Context: an optimization exercise on an open-source flow, tuned for small area, a short achievable clock period and few clock cycles per item. The choices shown serve that exercise and are no tape-out recipe. In this exercise RTL edits were held to simulation tests only and were not proved equivalent to the original.

==> flow/design.v <==
module lcr_ageing (
    input  wire         clk,
    input  wire         rst,           
    input  wire         in_valid,
    output wire         in_ready,
    input  wire [511:0] in_curve,      
    input  wire [15:0]  in_dose,       
    input  wire [15:0]  in_scale,      
    input  wire [15:0]  in_target,     
    input  wire         in_age,        
    output wire         out_valid,
    output wire [16:0]  out_e,         
    output wire [16:0]  out_a          
);
    localparam integer F_OE    = 0;      
    localparam integer F_EE    = 16;     
    localparam integer F_OD    = 32;     
    localparam integer F_ED    = 48;     
    localparam integer F_KODD  = 64;     
    localparam integer F_DOSE  = 65;     
    localparam integer F_S     = 81;     
    localparam integer F_T     = 97;     
    localparam integer F_AGE   = 113;    
    localparam integer F_EFF0  = 114;    
    localparam integer F_NEG   = 130;    
    localparam integer F_MAG   = 131;    
    localparam integer F_DD    = 147;    
    localparam integer F_SPAN  = 163;    
    localparam integer F_RL    = 179;    
    localparam integer F_ERAW  = 211;    
    localparam integer F_X     = 227;    
    localparam integer F_E     = 259;    
    localparam integer F_SAT   = 276;    
    localparam integer F_R2    = 277;    
    localparam integer F_Q2    = 294;    
    localparam integer F_A     = 310;    
    localparam integer W       = 327;
    localparam integer NSTEP   = 37;
    localparam [NSTEP-1:0] CUT = (37'd1 << 36) | (37'd1 << 30) | (37'd1 << 23) | (37'd1 << 18)
                               | (37'd1 << 11) | (37'd1 << 4);
    assign in_ready = 1'b1;
    wire [15:0] oe, ee, od, ed;
    wire        kodd;
    lcr_ageing_pick u_pick (.curve(in_curve), .dose(in_dose), .kodd(kodd),
                            .oe(oe), .ee(ee), .od(od), .ed(ed));
    reg  [W-1:0] st0;
    reg          v0;
    always @(posedge clk) begin
        if (rst) v0 <= 1'b0;
        else     v0 <= in_valid;
        st0 <= {W{1'b0}};
        st0[F_OE +: 16]   <= oe;
        st0[F_EE +: 16]   <= ee;
        st0[F_OD +: 16]   <= od;
        st0[F_ED +: 16]   <= ed;
        st0[F_KODD]       <= kodd;
        st0[F_DOSE +: 16] <= in_dose;
        st0[F_S +: 16]    <= in_scale;
        st0[F_T +: 16]    <= in_target;
        st0[F_AGE]        <= in_age;
    end
    wire [W-1:0] st [0:NSTEP];
    wire         vv [0:NSTEP];
    assign st[0] = st0;
    assign vv[0] = v0;
    genvar g;
    generate
        for (g = 0; g < NSTEP; g = g + 1) begin : step
            wire [W-1:0] sin = st[g];
            reg  [W-1:0] nx;
            reg  [15:0]  e0, d0, d1;
            reg  [16:0]  diff, t1;
            reg  [17:0]  full, up;
            reg          b;
            reg  [31:0]  ps, pc, pp, ns;
            integer      k;
            always @(*) begin
                nx   = sin;
                e0   = 16'd0; d0 = 16'd0; d1 = 16'd0;
                diff = 17'd0; t1 = 17'd0;
                full = 18'd0; up = 18'd0;
                b    = 1'b0;
                ps   = 32'd0; pc = 32'd0; pp = 32'd0; ns = 32'd0;
                if (g == 0) begin
                    diff = {1'b0, sin[F_OE +: 16]} - {1'b0, sin[F_EE +: 16]};
                    nx[F_MAG +: 16]  = (diff[15:0] ^ {16{diff[16]}}) + {15'd0, diff[16]};
                    nx[F_NEG]        = sin[F_KODD] ? (~diff[16] & (diff[15:0] != 16'd0)) : diff[16];
                    nx[F_EFF0 +: 16] = sin[F_KODD] ? sin[F_OE +: 16] : sin[F_EE +: 16];
                    d0 = sin[F_KODD] ? sin[F_OD +: 16] : sin[F_ED +: 16];
                    nx[F_DD +: 16]   = sin[F_DOSE +: 16] - d0;
                    d1 = sin[F_OD +: 16] - sin[F_ED +: 16];
                    nx[F_SPAN +: 16] = (d1 ^ {16{sin[F_KODD]}}) + {15'd0, sin[F_KODD]};
                    nx[F_OE +: 16]   = 16'd0;
                    nx[F_EE +: 16]   = 16'd0;
                    nx[F_OD +: 16]   = 16'd0;
                    nx[F_ED +: 16]   = 16'd0;
                    nx[F_KODD]       = 1'b0;
                    nx[F_DOSE +: 16] = 16'd0;
                end else if (g == 1 || g == 19) begin
                    for (k = 0; k < 16; k = k + 1) begin
                        if (g == 1) pp = {16'd0, sin[F_MAG +: 16] & {16{sin[F_DD + k]}}} << k;
                        else        pp = {16'd0, sin[F_ERAW +: 16] & {16{sin[F_S + k]}}} << k;
                        ns = ps ^ pc ^ pp;
                        pc = ((ps & pc) | (ps & pp) | (pc & pp)) << 1;
                        ps = ns;
                    end
                    if (g == 1) begin
                        nx[F_RL +: 32]  = ps + pc;
                        nx[F_MAG +: 16] = 16'd0;
                        nx[F_DD +: 16]  = 16'd0;
                    end else begin
                        nx[F_X +: 32]    = ps + pc;
                        nx[F_ERAW +: 16] = 16'd0;
                    end
                end else if (g <= 17) begin
                    t1 = {sin[F_RL + 16 +: 16], sin[F_RL + 15]} - {1'b0, sin[F_SPAN +: 16]};
                    nx[F_RL +: 32] = t1[16] ? {sin[F_RL +: 31], 1'b0} : {t1[15:0], sin[F_RL +: 15], 1'b1};
                    if (g == 17) nx[F_SPAN +: 16] = 16'd0;
                end else if (g == 18) begin
                    nx[F_ERAW +: 16] = sin[F_NEG] ? sin[F_EFF0 +: 16] - sin[F_RL +: 16] : sin[F_EFF0 +: 16] + sin[F_RL +: 16];
                    nx[F_EFF0 +: 16] = 16'd0;
                    nx[F_NEG]        = 1'b0;
                    nx[F_RL +: 32]   = 32'd0;
                end else if (g == 20) begin
                    up   = {1'b0, sin[F_X + 15 +: 17]} + {17'd0, |sin[F_X +: 15]};
                    full = 18'd32768 - {2'b00, sin[F_S +: 16]} + up;
                    nx[F_E +: 17] = (full[17] | (full == 18'd0)) ? 17'd1 : full[16:0];
                    nx[F_SAT]      = ~sin[F_AGE] | ({1'b0, sin[F_T +: 16]} >= nx[F_E +: 17]);
                    nx[F_R2 +: 17] = {1'b0, sin[F_T +: 16]};
                    nx[F_Q2 +: 16] = 16'd0;
                    nx[F_X +: 32]  = 32'd0;
                    nx[F_S +: 16]  = 16'd0;
                    nx[F_T +: 16]  = 16'd0;
                    nx[F_AGE]      = 1'b0;
                end else begin
                    full = {1'b0, sin[F_R2 +: 16], 1'b0} - {1'b0, sin[F_E +: 17]};
                    b    = full[17] & ~sin[F_R2 + 16];          
                    nx[F_R2 +: 17] = b ? {sin[F_R2 +: 16], 1'b0} : full[16:0];
                    nx[F_Q2 +: 16] = {sin[F_Q2 +: 15], ~b};
                    if (g == NSTEP - 1) begin
                        nx[F_A +: 17]  = sin[F_SAT] ? 17'd65536 : {1'b0, sin[F_Q2 +: 15], ~b};
                        nx[F_R2 +: 17] = 17'd0;
                        nx[F_Q2 +: 16] = 16'd0;
                        nx[F_SAT]      = 1'b0;
                    end
                end
            end
            if (CUT[g]) begin : cut
                reg [W-1:0] r;
                reg         v;
                always @(posedge clk) begin
                    if (rst) v <= 1'b0;
                    else     v <= vv[g];
                    r <= nx;
                end
                assign st[g+1] = r;
                assign vv[g+1] = v;
            end else begin : comb
                assign st[g+1] = nx;
                assign vv[g+1] = vv[g];
            end
        end
    endgenerate
    assign out_valid = vv[NSTEP];
    assign out_e     = st[NSTEP][F_E +: 17];
    assign out_a     = st[NSTEP][F_A +: 17];
endmodule
module lcr_ageing_lt16 (
    input  wire [15:0] a,
    input  wire [15:0] b,
    output wire        lt
);
    wire [15:0] l0 = ~a & b;
    wire [15:0] g0 = a & ~b;
    wire [7:0]  l1, g1;
    wire [3:0]  l2, g2;
    wire [1:0]  l3, g3;
    genvar i;
    generate
        for (i = 0; i < 8; i = i + 1) begin : t1
            assign l1[i] = l0[2*i+1] | (~g0[2*i+1] & l0[2*i]);
            assign g1[i] = g0[2*i+1] | (~l0[2*i+1] & g0[2*i]);
        end
        for (i = 0; i < 4; i = i + 1) begin : t2
            assign l2[i] = l1[2*i+1] | (~g1[2*i+1] & l1[2*i]);
            assign g2[i] = g1[2*i+1] | (~l1[2*i+1] & g1[2*i]);
        end
        for (i = 0; i < 2; i = i + 1) begin : t3
            assign l3[i] = l2[2*i+1] | (~g2[2*i+1] & l2[2*i]);
            assign g3[i] = g2[2*i+1] | (~l2[2*i+1] & g2[2*i]);
        end
    endgenerate
    assign lt = l3[1] | (~g3[1] & l3[0]);
endmodule
module lcr_ageing_pick (
    input  wire [511:0] curve,
    input  wire [15:0]  dose,
    output reg          kodd,
    output reg  [15:0]  oe,             
    output reg  [15:0]  ee,             
    output reg  [15:0]  od,             
    output reg  [15:0]  ed              
);
    integer j, m;
    wire [15:0] lt;                    
    reg  [15:0] le;                    
    assign lt[0] = 1'b0;
    genvar c;
    generate
        for (c = 1; c < 16; c = c + 1) begin : cmp
            lcr_ageing_lt16 u (.a(dose), .b(curve[32*c +: 16]), .lt(lt[c]));
        end
    endgenerate
    reg  [7:0]  so;                    
    reg  [8:0]  se;                    
    always @(*) begin
        le = ~lt;
        kodd = 1'b0;
        for (m = 0; m < 7; m = m + 1) begin
            so[m] = le[2*m] & ~le[2*m+2];
            kodd  = kodd | (le[2*m+1] & ~le[2*m+2]);
        end
        so[7] = le[14];
        kodd  = kodd | le[15];
        se[0] = ~le[1];
        for (m = 1; m < 8; m = m + 1)
            se[m] = le[2*m-1] & ~le[2*m+1];
        se[8] = le[15];
        oe = 16'd0; ee = 16'd0; od = 16'd0; ed = 16'd0;
        for (m = 0; m < 8; m = m + 1) begin
            oe = oe | ({16{so[m]}} & curve[32*(2*m+1)+16 +: 16]);
            od = od | ({16{so[m]}} & curve[32*(2*m+1) +: 16]);
            ee = ee | ({16{se[m]}} & curve[32*(2*m)+16 +: 16]);
            ed = ed | ({16{se[m]}} & curve[32*(2*m) +: 16]);
        end
        ee = ee | ({16{se[8]}} &  curve[32*15+16 +: 16]);
        ed = ed | ({16{se[8]}} & ~curve[32*15 +: 16]);
    end
endmodule
export LEC_CHECK = 0
export CAP_MARGIN = 20
export CORE_MARGIN = 2
export CORE_UTILIZATION = 40
export CTS_BUF_LIST = sky130_fd_sc_hd__clkbuf_4 sky130_fd_sc_hd__clkbuf_8
export SLEW_MARGIN = 70
export SYNTH_HIERARCHICAL = 1
create_clock -name core_clock -period 115.0 [get_ports {clk}]
standard.sh (not shown) runs the stock make flow with config.mk's settings and CLKGATE_MAP_FILE= SYNTH_SCRIPT=/design/flow/synth_recipe.tcl, a recipe that flattens the netlist after the stock synthesis.
==> flow/flow/run.sh <==
#!/bin/bash
# The standard layout, with every port buffered by the smallest buffer cell
# (buf_1) instead of the cell buffer_ports picks by itself.
set -e
export BUFFER_PORTS_ARGS="-buffer_cell sky130_fd_sc_hd__buf_1"
bash standard.sh > standard.log 2>&1
Testbench counts at the start, summed over its fixed seeds: cycles 8,248, items 8,192.
Edit:
- CTS_BUF_LIST: sky130_fd_sc_hd__clkbuf_4 sky130_fd_sc_hd__clkbuf_8 -> not set
- SLEW_MARGIN: 70 -> 20
- wire length goes down by 0.88%
- synthesized area does not change
- fmax decreases by 2.1%
Edit:
- CTS_BUF_LIST: not set -> sky130_fd_sc_hd__clkbuf_4 sky130_fd_sc_hd__clkbuf_8
After rerunning:
- die area is unchanged
- sequential share of layout area barely changes
- cell area stays flat
- sequential cell count stays the same

-- afterwards: timing with drivers on the ports --
The results above use ideal ports. As a check the final layouts listed here were re-extracted and re-timed, cells and wires unchanged.
Step 1 sets driving cells, clkbuf_16 on the clock port and buf_2 on the other inputs (assumed; they add their load-dependent delay and slew).
Step 2, shift: input delay + t, output delay - t, t = (earliest + latest rising clock arrival at the registers) / 2. This alone moves slack from input paths to output paths.
Slacks: no drivers / after step 1 / after step 2; pairs: no drivers / after step 1.
| run | t (ns) | setup slack, ns | hold slack, ns |
|---|---|---|---|
| the first run | 0.922 | 89.391 / 89.434 / 88.512 | 0.313 / 0.313 / 0.313 |
| the second run | 0.772 | 88.839 / 88.858 / 88.087 | 0.315 / 0.315 / 0.315 |
| the third run | 0.940 | 89.048 / 89.061 / 88.121 | 0.267 / 0.267 / 0.267 |
After both steps setup and hold are still met in every run listed. For the third run, which loses most, drivers alone change the setup slack by +0.013 ns; drivers and shift together by -0.927 ns.
